This design comes from an exercise in tuning for small area, a short achievable clock period and few clock cycles per item on the open sky130 flow, not from production work. Function was checked by simulation only, so behaviour that the tests miss may differ from the original. Power is estimated from default activity; no workload was simulated.

File: flow/config.mk
export PLATFORM = sky130hd
export DESIGN_NAME = bindery_alu
export DESIGN_NICKNAME = bindery_alu
export VERILOG_FILES = /design/flow/design.v
export SDC_FILE = /design/flow/constraint.sdc
export NUM_CORES = 8
export LEC_CHECK = 0
export CAP_MARGIN = 20
export CORE_MARGIN = 2
export CORE_UTILIZATION = 50
export SLEW_MARGIN = 20
File: flow/constraint.sdc
create_clock -name core_clock -period 30.0 [get_ports {clk}]
set_input_delay 6.0000 -clock core_clock [delete_from_list [all_inputs] [get_ports {clk}]]
set_output_delay 6.0000 -clock core_clock [all_outputs]
set_load 0.01 [all_outputs]
File: flow/design.v
module bindery_cut #(
    parameter W = 8
) (
    input  wire         clk,
    input  wire         rst,
    input  wire [W-1:0] d,
    output reg  [W-1:0] q
);
    always @(posedge clk) begin
        q[W-2:0] <= d[W-2:0];
        if (rst) q[W-1] <= 1'b0;
        else     q[W-1] <= d[W-1];
    end
endmodule
module bindery_sadd #(
    parameter W = 12
) (
    input  wire [W-1:0] x,
    input  wire [W-1:0] y,
    input  wire         ci,
    output wire [W-1:0] s,
    output wire         co
);
    wire [W-1:0] p0 = x ^ y;
    reg  [W-1:0] g, p;
    integer l, i;
    always @(*) begin
        g = x & y;
        p = p0;
        g[0] = g[0] | (p[0] & ci);
        for (l = 0; (1 << l) < W; l = l + 1)
            for (i = 0; i < W; i = i + 1)
                if ((i >> l) & 1) begin
                    g[i] = g[i] | (p[i] & g[((i >> l) << l) - 1]);
                    p[i] = p[i] & p[((i >> l) << l) - 1];
                end
    end
    assign s  = p0 ^ {g[W-2:0], ci};
    assign co = g[W-1];
endmodule
module bindery_bkadd #(
    parameter W = 64
) (
    input  wire [W-1:0] x,
    input  wire [W-1:0] y,
    input  wire         ci,
    output wire [W-1:0] s
);
    wire [W-1:0] p0 = x ^ y;
    reg  [W-1:0] g, p;
    integer l, i;
    always @(*) begin
        g = x & y;
        p = p0;
        for (l = 0; l < 6; l = l + 1)
            for (i = 0; i < W; i = i + 1)
                if (((i + 1) % (2 << l)) == 0) begin
                    g[i] = g[i] | (p[i] & g[i - (1 << l)]);
                    p[i] = p[i] & p[i - (1 << l)];
                end
        for (l = 4; l >= 0; l = l - 1)
            for (i = 0; i < W; i = i + 1)
                if (((i + 1) % (2 << l)) == (1 << l) && i >= (2 << l)) begin
                    g[i] = g[i] | (p[i] & g[i - (1 << l)]);
                    p[i] = p[i] & p[i - (1 << l)];
                end
    end
    wire [W-1:0] c = {g[W-2:0] | (p[W-2:0] & {(W-1){ci}}), ci};
    assign s = p0 ^ c;
endmodule
module bindery_pand #(
    parameter W = 24
) (
    input  wire [W-1:0] x,
    output wire [W:0]   a
);
    reg [W-1:0] t;
    integer l, i;
    always @(*) begin
        t = x;
        for (l = 0; (1 << l) < W; l = l + 1)
            for (i = 0; i < W; i = i + 1)
                if ((i >> l) & 1)
                    t[i] = t[i] & t[((i >> l) << l) - 1];
    end
    assign a = {t, 1'b1};
endmodule
module bindery_ge64 (
    input  wire [63:0] x,
    input  wire [63:0] y,
    output wire        ge
);
    reg [63:0] gt, eq;
    integer l, i;
    always @(*) begin
        gt = x & ~y;
        eq = ~(x ^ y);
        for (l = 0; l < 6; l = l + 1)
            for (i = 0; i < 64; i = i + (2 << l)) begin
                gt[i] = gt[i + (1 << l)] | (eq[i + (1 << l)] & gt[i]);
                eq[i] = eq[i + (1 << l)] & eq[i];
            end
    end
    assign ge = gt[0] | eq[0];
endmodule
module bindery_lzc56 (
    input  wire [55:0] x,
    output wire [5:0]  n
);
    wire [63:0] xp = {x, 8'hFF};
    reg [31:0] v1;
    reg [31:0] c1;
    reg [15:0] v2;
    reg [31:0] c2;
    reg [7:0]  v3;
    reg [23:0] c3;
    reg [3:0]  v4;
    reg [15:0] c4;
    reg [1:0]  v5;
    reg [9:0]  c5;
    reg [5:0]  c6;
    integer i;
    always @(*) begin
        for (i = 0; i < 32; i = i + 1) begin
            v1[i] = xp[2*i+1] | xp[2*i];
            c1[i] = !xp[2*i+1];
        end
        for (i = 0; i < 16; i = i + 1) begin
            v2[i] = v1[2*i+1] | v1[2*i];
            c2[2*i +: 2] = v1[2*i+1] ? {1'b0, c1[2*i+1]} : {1'b1, c1[2*i]};
        end
        for (i = 0; i < 8; i = i + 1) begin
            v3[i] = v2[2*i+1] | v2[2*i];
            c3[3*i +: 3] = v2[2*i+1] ? {1'b0, c2[2*(2*i+1) +: 2]} : {1'b1, c2[2*(2*i) +: 2]};
        end
        for (i = 0; i < 4; i = i + 1) begin
            v4[i] = v3[2*i+1] | v3[2*i];
            c4[4*i +: 4] = v3[2*i+1] ? {1'b0, c3[3*(2*i+1) +: 3]} : {1'b1, c3[3*(2*i) +: 3]};
        end
        for (i = 0; i < 2; i = i + 1) begin
            v5[i] = v4[2*i+1] | v4[2*i];
            c5[5*i +: 5] = v4[2*i+1] ? {1'b0, c4[4*(2*i+1) +: 4]} : {1'b1, c4[4*(2*i) +: 4]};
        end
        c6 = v5[1] ? {1'b0, c5[9:5]} : {1'b1, c5[4:0]};
    end
    assign n = c6;
endmodule
module bindery_tzc56 (
    input  wire [55:0] x,
    output wire [5:0]  n
);
    wire [55:0] r;
    genvar k;
    generate
        for (k = 0; k < 56; k = k + 1) begin : g_rev
            assign r[k] = x[55 - k];
        end
    endgenerate
    bindery_lzc56 u_lzc (.x(r), .n(n));
endmodule
module bindery_alu (
    input  wire        clk,
    input  wire        rst,
    input  wire        in_valid,
    input  wire [1:0]  cmd,        
    input  wire [2:0]  op,         
    input  wire [2:0]  ty,         
    input  wire [63:0] a,
    input  wire        a_nf,
    input  wire [63:0] b,
    input  wire        b_nf,
    output wire        out_valid,
    output wire [63:0] res,
    output wire        res_nf,
    output wire [1:0]  res_sub
);
    localparam C_ZSGN = 0,  C_SPI = 1,  C_SPN = 2,  C_FFIN = 3, C_TF32 = 4,
               C_TB16 = 5,  C_TF16 = 6, C_FQN = 7,  C_NFX = 8,  C_FIN = 9,
               C_NFB = 10,  C_NF16 = 11, C_M32 = 12, C_M64 = 13, C_F64 = 14,
               C_FPM = 15, C_SPSG = 16, C_MMI = 17;
    localparam WC = 18;
    localparam W0 = 1 + 2 + 3 + 3 + 64 + 1 + 64 + 1;
    wire [W0-1:0] q0;
    bindery_cut #(.W(W0)) u_c0 (.clk(clk), .rst(rst),
        .d({in_valid, cmd, op, ty, a, a_nf, b, b_nf}), .q(q0));
    wire        v0;
    wire [1:0]  i_cmd;
    wire [2:0]  i_op, i_ty;
    wire [63:0] i_a, i_b;
    wire        i_anf, i_bnf;
    assign {v0, i_cmd, i_op, i_ty, i_a, i_anf, i_b, i_bnf} = q0;
    wire t_i32 = (i_ty == 3'd0);
    wire t_i64 = (i_ty == 3'd1);
    wire t_f16 = (i_ty == 3'd2);
    wire t_b16 = (i_ty == 3'd3);
    wire t_f32 = (i_ty == 3'd4);
    wire t_f64 = (i_ty == 3'd5);
    wire is_int = t_i32 | t_i64;
    wire half   = t_f16 | t_b16;
    wire op_sum = (i_op == 3'd0);
    wire op_min = (i_op == 3'd1);
    wire minmax = (i_op == 3'd1) | (i_op == 3'd2);
    wire fsum   = !is_int & op_sum;
    wire leaf   = (i_cmd == 2'd0);
    wire two    = i_cmd[0];           
    wire fin    = i_cmd[1];
    wire fpm    = fsum & (!leaf | half);
    wire f16s   = leaf & t_f16 & op_sum;
    wire hkey   = half & (leaf | !op_sum) & !f16s;
    wire f32k   = t_f32 | (half & op_sum & !leaf);
    function [63:0] key_of;
        input [63:0] v;
        input        ki32, ki64, kf64, kf32, kh, kf16;
        reg   [10:0] e16;
        begin
            e16 = (v[14:10] == 5'd0)  ? 11'd113 :
                  (v[14:10] == 5'h1F) ? 11'd255 : {6'd0, v[14:10]} + 11'd112;
            key_of = ({64{ki32}} & {32'd0, ~v[31], v[30:0]})
                   | ({64{ki64}} & {~v[63], v[62:0]})
                   | ({64{kf64}} & {1'b0, v[62:0]})
                   | ({64{kf32}} & {4'd0, v[30:0], 29'd0})
                   | ({64{kh}}   & {4'd0, v[14:0], 45'd0})
                   | ({64{kf16}} & {1'b0, e16, v[9:0], 42'd0});
        end
    endfunction
    wire [63:0] ka = key_of(i_a, t_i32, t_i64, t_f64, f32k, hkey, f16s);
    wire        bz = fpm & !two;
    wire [63:0] kb = bz ? 64'd0 : key_of(i_b, t_i32, t_i64, t_f64, f32k, hkey, 1'b0);
    wire        ge;
    bindery_ge64 u_ge (.x(ka), .y(kb), .ge(ge));
    wire w64 = t_i64 | t_f64;
    wire sa  = w64 ? i_a[63] : (f32k | t_i32) ? i_a[31] : i_a[15];
    wire sb  = bz ? 1'b1 : w64 ? i_b[63] : (f32k | t_i32) ? i_b[31] : i_b[15];
    function [1:0] cls;        
        input [63:0] v;
        input        c16, cb, c32, c64;
        begin
            cls[1] = (c16 & (v[14:10] == 5'h1F)) | (cb & (v[14:7] == 8'hFF)) |
                     (c32 & (v[30:23] == 8'hFF)) | (c64 & (v[62:52] == 11'h7FF));
            cls[0] = (c16 & (v[9:0] != 0)) | (cb & (v[6:0] != 0)) |
                     (c32 & (v[22:0] != 0)) | (c64 & (v[51:0] != 0));
        end
    endfunction
    wire [1:0] ca_e = cls(i_a, t_f16, t_b16, t_f32, t_f64);
    wire [1:0] cb_e = cls(i_b, t_f16, t_b16, t_f32, t_f64);
    wire xemax = t_f64 ? (ka[62:52] == 11'h7FF) : (ka[59:52] == 8'hFF);
    wire yemax = t_f64 ? (kb[62:52] == 11'h7FF) : (kb[59:52] == 8'hFF);
    wire xfnz  = (ka[51:0] != 0);
    wire yfnz  = (kb[51:0] != 0);
    wire x_nan = xemax & xfnz,  y_nan = yemax & yfnz;
    wire x_inf = xemax & !xfnz, y_inf = yemax & !yfnz;
    wire sp_nan = x_nan | y_nan | (x_inf & y_inf & (sa != sb));
    wire sp_inf = x_inf | y_inf;
    wire sp_sgn = x_inf ? sa : sb;
    wire zsgn   = sa & sb;
    wire fp_le  = (sa & !sb) | ((sa == sb) & (sa ? ge : !ge));
    wire le     = is_int ? !ge : fp_le;
    wire pick_b = two & (le != op_min);
    wire mm_nan = !is_int & !leaf & (ca_e[1] & ca_e[0] | two & cb_e[1] & cb_e[0]);
    wire mm_inf = pick_b ? (cb_e[1] & !cb_e[0]) : (ca_e[1] & !ca_e[0]);
    wire xh = f16s ? (i_a[14:10] != 5'd0) : (ka[62:52] != 11'd0);
    wire yh = (kb[62:52] != 11'd0);
    wire [63:0] opa = fpm ? {8'd0, xh, ka[51:0], 3'd0} : i_a;
    wire [63:0] opb = fpm ? {8'd0, yh, kb[51:0], 3'd0} : i_b;
    wire swap  = fpm ? !ge : (minmax & pick_b);
    wire s_on  = fpm | (two & !minmax);       
    wire [63:0] big = swap ? opb : opa;
    wire [63:0] sml = !s_on ? 64'd0 : swap ? opa : opb;
    wire [10:0] ea = {ka[62:53], ka[52] | (ka[62:52] == 11'd0)};
    wire [10:0] eb = {kb[62:53], kb[52] | (kb[62:52] == 11'd0)};
    wire [10:0] dab, dba;
    wire        cab, cba;
    bindery_sadd #(.W(11)) u_dab (.x(ea), .y(~eb), .ci(1'b1), .s(dab), .co(cab));
    bindery_sadd #(.W(11)) u_dba (.x(eb), .y(~ea), .ci(1'b1), .s(dba), .co(cba));
    wire [10:0] be  = swap ? eb : ea;
    wire [10:0] dd  = cab ? dab : dba;        
    wire [6:0]  dsh = !fpm ? 7'd0 : (dd[10:6] != 0) ? 7'd64 : {1'b0, dd[5:0]};
    wire bs      = swap ? sb : sa;
    wire eff_sub = fpm & (sa ^ sb);
    wire [1:0] fn = (!is_int | !two | op_sum | minmax) ? 2'd0 :
                    (i_op == 3'd3) ? 2'd1 : (i_op == 3'd4) ? 2'd2 : 2'd3;
    wire m64  = w64;
    wire m32  = m64 | t_i32 | t_f32 | (half & op_sum & !fin);
    wire nf16 = t_f16 & op_sum & fin;
    wire nfb  = t_b16 & op_sum & fin;
    wire nfx  = leaf ? (!is_int & ca_e[1]) : (i_anf | (two & i_bnf));
    wire fqn  = minmax & mm_nan;
    wire [WC-1:0] ctl1;
    assign ctl1[C_ZSGN] = zsgn;
    assign ctl1[C_SPI]  = sp_inf;
    assign ctl1[C_SPN]  = sp_nan;
    assign ctl1[C_FFIN] = fin & !is_int;
    assign ctl1[C_TF32] = t_f32;
    assign ctl1[C_TB16] = t_b16;
    assign ctl1[C_TF16] = t_f16;
    assign ctl1[C_FQN]  = fqn;
    assign ctl1[C_NFX]  = nfx;
    assign ctl1[C_FIN]  = fin;
    assign ctl1[C_NFB]  = nfb;
    assign ctl1[C_NF16] = nf16;
    assign ctl1[C_M32]  = m32;
    assign ctl1[C_M64]  = m64;
    assign ctl1[C_F64]  = t_f64;
    assign ctl1[C_FPM]  = fpm;
    assign ctl1[C_SPSG] = sp_sgn;
    assign ctl1[C_MMI]  = mm_inf;
    localparam W1 = 1 + WC + 64 + 64 + 7 + 11 + 1 + 1 + 2;
    wire [W1-1:0] q1;
    bindery_cut #(.W(W1)) u_c1 (.clk(clk), .rst(rst),
        .d({v0, ctl1, big, sml, dsh, be, bs, eff_sub, fn}), .q(q1));
    wire          v1;
    wire [WC-1:0] ctl_1;
    wire [63:0]   big1, sml1;
    wire [6:0]    dsh1;
    wire [10:0]   be1;
    wire          bs1, esub1;
    wire [1:0]    fn1;
    assign {v1, ctl_1, big1, sml1, dsh1, be1, bs1, esub1, fn1} = q1;
    reg [55:0] al;
    integer k;
    always @(*) begin
        al = dsh1[6] ? 56'd0 : sml1[55:0];
        for (k = 0; k < 6; k = k + 1)
            if (dsh1[k]) al = al >> (1 << k);
    end
    wire [5:0] tz;
    bindery_tzc56 u_tz (.x(sml1[55:0]), .n(tz));
    wire [5:0] tzd;
    wire       tzc;
    bindery_sadd #(.W(6)) u_tzc (.x(tz), .y(~dsh1[5:0]), .ci(1'b1), .s(tzd), .co(tzc));
    wire st = (sml1[55:0] != 56'd0) & (dsh1[6] | !tzc);      
    wire [63:0] sal = {sml1[63:56], al};
    wire        s0  = (big1[0] ^ al[0]) | st;
    wire        c1i = esub1 ? !(al[0] | st) : (big1[0] & al[0]);
    wire [62:0] sum_hi;
    bindery_bkadd #(.W(63)) u_add (.x(big1[63:1]), .y(esub1 ? ~sal[63:1] : sal[63:1]),
        .ci(c1i), .s(sum_hi));
    wire [63:0] pp = big1 ^ sal;
    wire [63:0] gg = big1 & sal;
    wire [63:0] ires = (fn1 == 2'd0) ? {sum_hi, s0} :
                       (fn1 == 2'd1) ? gg : (fn1 == 2'd2) ? (pp | gg) : pp;
    wire [10:0] bem1;
    wire        bco;
    bindery_sadd #(.W(11)) u_bem1 (.x(be1), .y(11'h7FF), .ci(1'b0), .s(bem1), .co(bco));
    wire        blim = (bem1[10:6] != 0) | (bem1[5:3] == 3'b111);
    localparam W2 = 1 + WC + 64 + 11 + 6 + 1 + 1;
    wire [W2-1:0] q2;
    bindery_cut #(.W(W2)) u_c2 (.clk(clk), .rst(rst),
        .d({v1, ctl_1, ires, be1, bem1[5:0], blim, bs1}), .q(q2));
    wire          v2;
    wire [WC-1:0] ctl_2;
    wire [63:0]   s2;
    wire [10:0]   be2;
    wire [5:0]    bm2;
    wire          blim2, bs2;
    assign {v2, ctl_2, s2, be2, bm2, blim2, bs2} = q2;
    wire fpm2 = ctl_2[C_FPM];
    wire [5:0] lz;
    bindery_lzc56 u_lzc (.x(s2[55:0]), .n(lz));
    wire        cy  = s2[56];
    wire        sz  = !cy & (s2[55:0] == 56'd0);
    wire [5:0]  lzd;
    wire        lzc;
    bindery_sadd #(.W(6)) u_lzcmp (.x(bm2), .y(~lz), .ci(1'b1), .s(lzd), .co(lzc));
    wire [5:0]  shl = (!fpm2 | cy) ? 6'd0 : (blim2 | lzc) ? lz : bm2;
    wire [63:0] nin = (fpm2 & cy) ? {8'd0, s2[56:2], s2[1] | s2[0]} : s2;
    reg  [55:0] nrm;
    integer j;
    always @(*) begin
        nrm = nin[55:0];
        for (j = 0; j < 6; j = j + 1)
            if (shl[j]) nrm = nrm << (1 << j);
    end
    wire [11:0] exs, exc;
    wire        exs_c, exc_c;
    bindery_sadd #(.W(12)) u_exs (.x({1'b0, be2}), .y(~{6'd0, shl}), .ci(1'b1), .s(exs), .co(exs_c));
    bindery_sadd #(.W(12)) u_exc (.x({1'b0, be2}), .y(12'd0), .ci(1'b1), .s(exc), .co(exc_c));
    wire [11:0] ex  = cy ? exc : exs;
    wire        fs  = ctl_2[C_SPI] ? ctl_2[C_SPSG] : sz ? ctl_2[C_ZSGN] : bs2;
    localparam W3 = 1 + WC + 64 + 12 + 1;
    wire [W3-1:0] q3;
    bindery_cut #(.W(W3)) u_c3 (.clk(clk), .rst(rst),
        .d({v2, ctl_2, nin[63:56], nrm, ex, fs}), .q(q3));
    wire          v3;
    wire [WC-1:0] ctl_3;
    wire [63:0]   n;
    wire [11:0]   ex3;
    wire          fs3;
    assign {v3, ctl_3, n, ex3, fs3} = q3;
    wire fpm3 = ctl_3[C_FPM], f64 = ctl_3[C_F64];
    wire spn  = ctl_3[C_SPN], spi = ctl_3[C_SPI];
    wire        st32 = |n[30:0];
    wire        r32  = n[31] & (st32 | n[32]);
    wire        g    = f64 ? n[2] : n[31];
    wire        rs   = f64 ? (n[1] | n[0]) : st32;
    wire        lsb  = f64 ? n[3] : n[32];
    wire        rup  = g & (rs | lsb);
    wire [52:0] t    = {n[55:32], n[31:3] | {29{!f64}}};
    wire [53:0] tall;
    bindery_pand #(.W(53)) u_inc (.x(t), .a(tall));
    wire [52:0] ti   = t ^ tall[52:0];
    wire [52:0] mr   = rup ? ti : t;
    wire        mcy  = rup & tall[53];
    wire [11:0] ex1;
    wire        ex1c;
    bindery_sadd #(.W(12)) u_ex1 (.x(ex3), .y(12'd0), .ci(1'b1), .s(ex1), .co(ex1c));
    wire        hid  = n[55] | mcy | mr[52];
    wire [11:0] efin = mcy ? ex1 : ex3;
    wire [11:0] bef  = hid ? efin : 12'd0;
    wire        ovf  = n[55] & (f64 ? ((ex3 >= 12'd2047) | (mcy & (ex3 == 12'd2046)))
                                    : ((ex3 >= 12'd255)  | (mcy & (ex3 == 12'd254))));
    wire        finf = spi | ovf;
    wire [63:0] pk64 = spn ? 64'h7FF8_0000_0000_0000 :
                       finf ? {fs3, 11'h7FF, 52'd0} : {fs3, bef[10:0], mr[51:0]};
    wire [31:0] pk32 = spn ? 32'h7FC0_0000 :
                       finf ? {fs3, 8'hFF, 23'd0} : {fs3, bef[7:0], mr[51:29]};
    wire [7:0]  ue  = n[55] ? ex3[7:0] : 8'd0;
    wire [30:0] u   = {ue, n[54:32]};
    wire        a15 = &u[14:0];
    wire        z15 = ~|u[14:0];
    wire        c16 = r32 & a15 & u[15];
    wire        l15 = u[15] ^ (r32 & a15);
    wire        lnz = !((z15 & !r32) | (a15 & r32));
    wire        binc = c16 | (l15 & (lnz | u[16]));
    wire [14:0] bsum;
    wire        bco2;
    bindery_sadd #(.W(15)) u_binc (.x(u[30:16]), .y(15'd0), .ci(binc), .s(bsum), .co(bco2));
    wire [15:0] nb  = spn ? 16'h7FC0 : finf ? {fs3, 15'h7F80} : {fs3, bsum};
    wire [23:0] um  = n[55:32];
    wire [7:0]  xs8 = 8'd113 - ue;
    wire [3:0]  xsh = (ue >= 8'd113) ? 4'd0 : (ue < 8'd101) ? 4'd13 : xs8[3:0];
    reg  [23:0] hm;
    reg         ho, ha;      
    integer q;
    always @(*) begin
        hm = um;
        ho = 1'b0;
        ha = 1'b1;
        for (q = 0; q < 4; q = q + 1) begin
            if (xsh[q]) begin
                ho = ho | (|(hm & ((24'd1 << (1 << q)) - 24'd1)));
                ha = ha & (&(hm | ~((24'd1 << (1 << q)) - 24'd1)));
                hm = hm >> (1 << q);
            end
        end
    end
    wire        hall = ha & (&hm[11:0]);
    wire        hzer = !ho & (~|hm[11:0]);
    wire        hcg  = r32 & hall;                
    wire        hgd  = hm[12] ^ hcg;
    wire        hck  = hcg & hm[12];              
    wire        hst  = !((hzer & !r32) | (hall & r32));
    wire        hinc = hck | (hgd & (hst | hm[13]));
    wire [14:0] hb0  = (ue >= 8'd113) ? {ue[4:0] - 5'd16, hm[22:13]} : {5'd0, hm[22:13]};
    wire [14:0] hsum;
    wire        hco;
    bindery_sadd #(.W(15)) u_hinc (.x(hb0), .y(15'd0), .ci(hinc), .s(hsum), .co(hco));
    wire [15:0] nh  = spn ? 16'h7E00 : (finf | (ue > 8'd142)) ? {fs3, 15'h7C00} : {fs3, hsum};
    wire fqn3 = ctl_3[C_FQN];
    wire tf16 = ctl_3[C_TF16], tb16 = ctl_3[C_TB16], tf32 = ctl_3[C_TF32];
    reg [63:0] fy;
    always @(*) begin
        if (fqn3)
            fy = tf16 ? 64'h7E00 : tb16 ? 64'h7FC0 : tf32 ? 64'h7FC0_0000 :
                 64'h7FF8_0000_0000_0000;
        else if (ctl_3[C_NF16])
            fy = {48'd0, nh};
        else if (ctl_3[C_NFB])
            fy = {48'd0, nb};
        else if (fpm3)
            fy = f64 ? pk64 : {32'd0, pk32};
        else
            fy = {n[63:32] & {32{ctl_3[C_M64]}}, n[31:16] & {16{ctl_3[C_M32]}}, n[15:0]};
    end
    wire is_nan = fpm3 ? spn : fqn3;
    wire is_inf = fpm3 ? (ctl_3[C_NF16] ? (nh[14:10] == 5'h1F) :
                          ctl_3[C_NFB]  ? (nb[14:7] == 8'hFF) : finf)
                       : ctl_3[C_MMI];
    wire [1:0] fsub = !ctl_3[C_FFIN] ? 2'b00 : is_nan ? 2'b01 :
                      (is_inf & !ctl_3[C_NFX]) ? 2'b10 : 2'b00;
    wire       fnf  = ctl_3[C_FIN] ? 1'b0 : ctl_3[C_NFX];
    localparam W4 = 1 + 64 + 1 + 2;
    wire [W4-1:0] q4;
    bindery_cut #(.W(W4)) u_c4 (.clk(clk), .rst(rst),
        .d({v3, fy, fnf, fsub}), .q(q4));
    assign {out_valid, res, res_nf, res_sub} = q4;
endmodule
File: flow/run.sh
#!/bin/bash
# synth_recipe.tcl (not shown) runs the flow's synth.tcl, then flattens the netlist and writes it again
# the make line also repeats each setting of config.mk as NAME=value (left out here)
make -C /OpenROAD-flow-scripts/flow DESIGN_CONFIG=/design/flow/config.mk WORK_HOME=/design/flow/orfs CLKGATE_MAP_FILE= SYNTH_SCRIPT=/design/flow/synth_recipe.tcl finish
==> results.txt <==
Max Clk Rate=approximately 0.13 GHz; Cell Rows=104; antenna violations before repair=3; async set or reset register ratio after synthesis=0%; RSZ-0062 raised after global routing=no; CP Class=flop to flop; CP max stage delay=a little under 0.9 ns; vias per cell=6.262; n_diodes=0; later-pin clock latency in the skew report=approximately 0.64 ns; I/O Buffers=roughly 210; Synth Instances=4931; Post-synth EDFFs=0; top cells by area, synth=dfxtp_1 (28%), ha_1 (9.6%), mux2i_1 (6.4%); slowest cell on the critical path=buf_4; Slew @ Worst Pin=approximately 1.1 ns; Max-Cap Viols=0; Tmin final=7.719 ns; layout cells sized above 1=approximately 10%; Reg area=approximately 11000 sq um; H-Tree Level Count=2; Design Area, Final=about 46000 sq um; Arrival @ worst endpoint=8.29 ns; worst rel slew slack=between 20% and 30%; Initial DRT Pass Iterations=8; # setup viols final=0; core box area=80550 sq um; Post-CTS Setup Bufs=0; total CTS buffers=between 50 and 60; most numerous cell in the Yosys netlist=dfxtp_1; Worst VDD drop=about 0.048 mV; Worst Hold Class=flop to flop; Hold Buf Count CTS=0; YS warnings=14; Post-synth top cells=dfxtp_1 (572), nor2_1 (512), a21oi_1 (392), nand2_1 (376), inv_1 (336); library cells used by synthesis=105; total power=3.343 mW; synthesized area=40720 sq um; clock-pin slew on the worst setup and hold paths=about 0.070 ns; post-synth top area share=28.12%; status=complete, no violations; delay-heaviest family, CP=buffers and inverters; Final Hold Vio Count=0; Tot GR Track Use=a little over a third; Syn Area/Cell=8.258 sq um; antenna viol nets, final=0; Final GP Congestion=around 1.1; first-pass GRT wire length=225.9 mm; PD cells=~73 nW/um^2; clock buffer depth=3; Initial DRC Count=4193; Post-DP HPWL=around 120 mm; WP data required=between 30 and 40 ns; final wirelength=about 150 mm; fill count=between 7k and 8k; Synth area leader=dfxtp_1; syn_nets=about 5.4k; Die Height=around 290 um; P_leak=~20 nW; I/O Pins=around 210; CTS Sinks=572; drt drc=0; Tcrit/Tclk final=about 26%; Setup TNS Final=0 ns; worst-path fanout max=85; Overflow after GRT=0; multi-input logic area=26890 sq um; vias in the first global route=around 35k; via count=38.02k; Fin Clk Skew=about 0.03 ns; Top cell by count, worst path=buf_4; crit-path cells=inv_1, nand2_1, clkinv_1, buf_4, a221o_1, a21oi_1, inv_1, ha_1, nand4_1, or2_2, or3_1, a221oi_1, a211oi_1, nor2_2, a21boi_4, buf_4, buf_4, mux2_2, nor2_1; Worst Path Buf+Inv=6; Synth Register Bits=~570; starting density of the core=around 51%; # resized after CTS=0; Slew Limit Fails=0; pin count of the biggest net entering global routing=approximately 110; clock root buffer=clkbuf_16; final core utilization=56.56%; layout overhead on the synthesized area=11.88%; worst hold margin=between 0.3 and 0.4 ns; post-synthesis sequential area ratio=between 20 and 30%; Worst Setup End Kind=flop; startpoint types=flop; wire length per cell=25.37 um; Final #Nets=~5.4k; top_reg_cell synth=dfxtp_1; placed inst area=about 43000 sq um; DIE WIDTH=~290 um; die footprint=83740 sq um; CTS tree=done
==> worst paths after layout <==
kind	start	to	slack [ns]	depth (start not counted)
worst max-delay path	u_c0.q[131]$_DFF_P_	u_c1.q[58]$_SDFF_PN0_	22.28	19
worst min-delay path	u_c2.q[90]$_DFF_P_	u_c3.q[84]$_DFF_P_	0.33	0
worst max register to register	u_c0.q[131]$_DFF_P_	u_c1.q[58]$_SDFF_PN0_	22.28	19
worst min register to register	u_c2.q[90]$_DFF_P_	u_c3.q[84]$_DFF_P_	0.33	0
==> metrics by stage <==
step | setup slack, ns | std cells
6_report | 22.28 | 6072
5_1_grt | 21.71 | 6072
4_1_cts | 22.48 | 6071
3_5_place_dp | 22.51 | 5963
3_3_place_gp | 22.44 | 5963
2_1_floorplan | 23.67 | 4931
==> report_power, final <==
group / internal, mW / switching [mW]
registers: 0.923 / 0.274
clock network: 0.449 / 0.315
logic: 0.594 / 0.788
==> metal layers <==
layer	part of all wire (%)	global-route usage, %	wire length (um)	up-vias
met5	0.022	0	34	-
met4	6.5	19.95	9958	2
met3	7.3	5.268	11180	433
met2	46	58.53	70140	1709
met1	41	45.29	62710	18067
li1	-	-	-	17813
==> worst reg2reg max path, delay by kind of cell, from the launching register on <==
kind | cells | cell delay [ns]
adder cells (fa/ha/maj) | 1 | 0.43
buffers and inverters | 6 | 2.78
AO/OA/AOI/OAI | 5 | 2.05
multiplexers | 1 | 0.48
flip-flops | 1 | 0.58
AND/OR/NAND/NOR | 6 | 1.34
==> area by class of cell <==
cell class              count  area share (%)
multi-input cells        3720           59.02
clock buffers              83           3.818
well taps                1060           2.911
repair buffers            268           5.559
clock inverters            25          0.6784
inverters                 344           2.834
flip-flops and latches    572           25.18
==> logic make-up (layout without fill, tap and decap cells) <==
| kind of cell | after synthesis | in the layout | synth area share [%] |
|---|---|---|---|
| compound gates | 1239 | 1239 | 20.55 |
| xor+xnor | 195 | 195 | 4.194 |
| buf+inv | 639 | 720 | 6.044 |
| flops | 572 | 572 | 28.12 |
| mux | 416 | 416 | 12.77 |
| fa+ha+maj | 327 | 327 | 10.26 |
| simple gates | 1543 | 1543 | 18.05 |
==> placed cells by master (no fill, tap or decap), drive strengths merged, types with 31 or more instances in the layout <==
cell type and instances:
inv 344, xor2 81, nor2 512, clkbuf 83
a221oi 31, mux2i 262, nand3 99, and2 38
a22oi 87, mux4 74, xnor2 114, o221a 52
nand2b 64, or2 70, a222oi 31, mux2 80
nor4 71, a21o 76, nand4 73, nand2 376
nor3 82, o31ai 48, a211oi 83, buf 60
clkdlybuf4s50 208, ha 314, o21ai 187, dfxtp 572
a21oi 395, nor2b 69
==> flip-flops by register name (all words and copies together), names as in the netlist <==
| name | flops |
|---|---|
| u_c0.q | 139 |
| u_c1.q | 169 |
| u_c2.q | 102 |
| u_c3.q | 94 |
| u_c4.q | 68 |
Testbench counts, summed over its fixed seeds: cycles 24,040, items 24,000.

what the ideal ports hide:
The flow's constraints put no driver on any port. The routed layout listed below was extracted and timed again, unchanged, in two steps.
Step 1, drivers: a clkbuf_16 drives clk and a buf_2 each remaining input, both assumed.
Step 2 also shifts input and output timing later by t, the mid clock arrival at the registers, as if the neighbouring blocks saw the same clock.
Slacks: ideal / step 1 / step 2; pairs: ideal / step 1.
t, ns: 0.696
slack for setup (ns): 22.281 / 22.281 / 22.281
worst slew at a driven data input, ns: 0.07
cell pins on the clock port's net: 1
After both steps this run still meets setup and hold. The setup slack of this run moves by 0.000 ns with the drivers and by 0.000 ns with both steps.
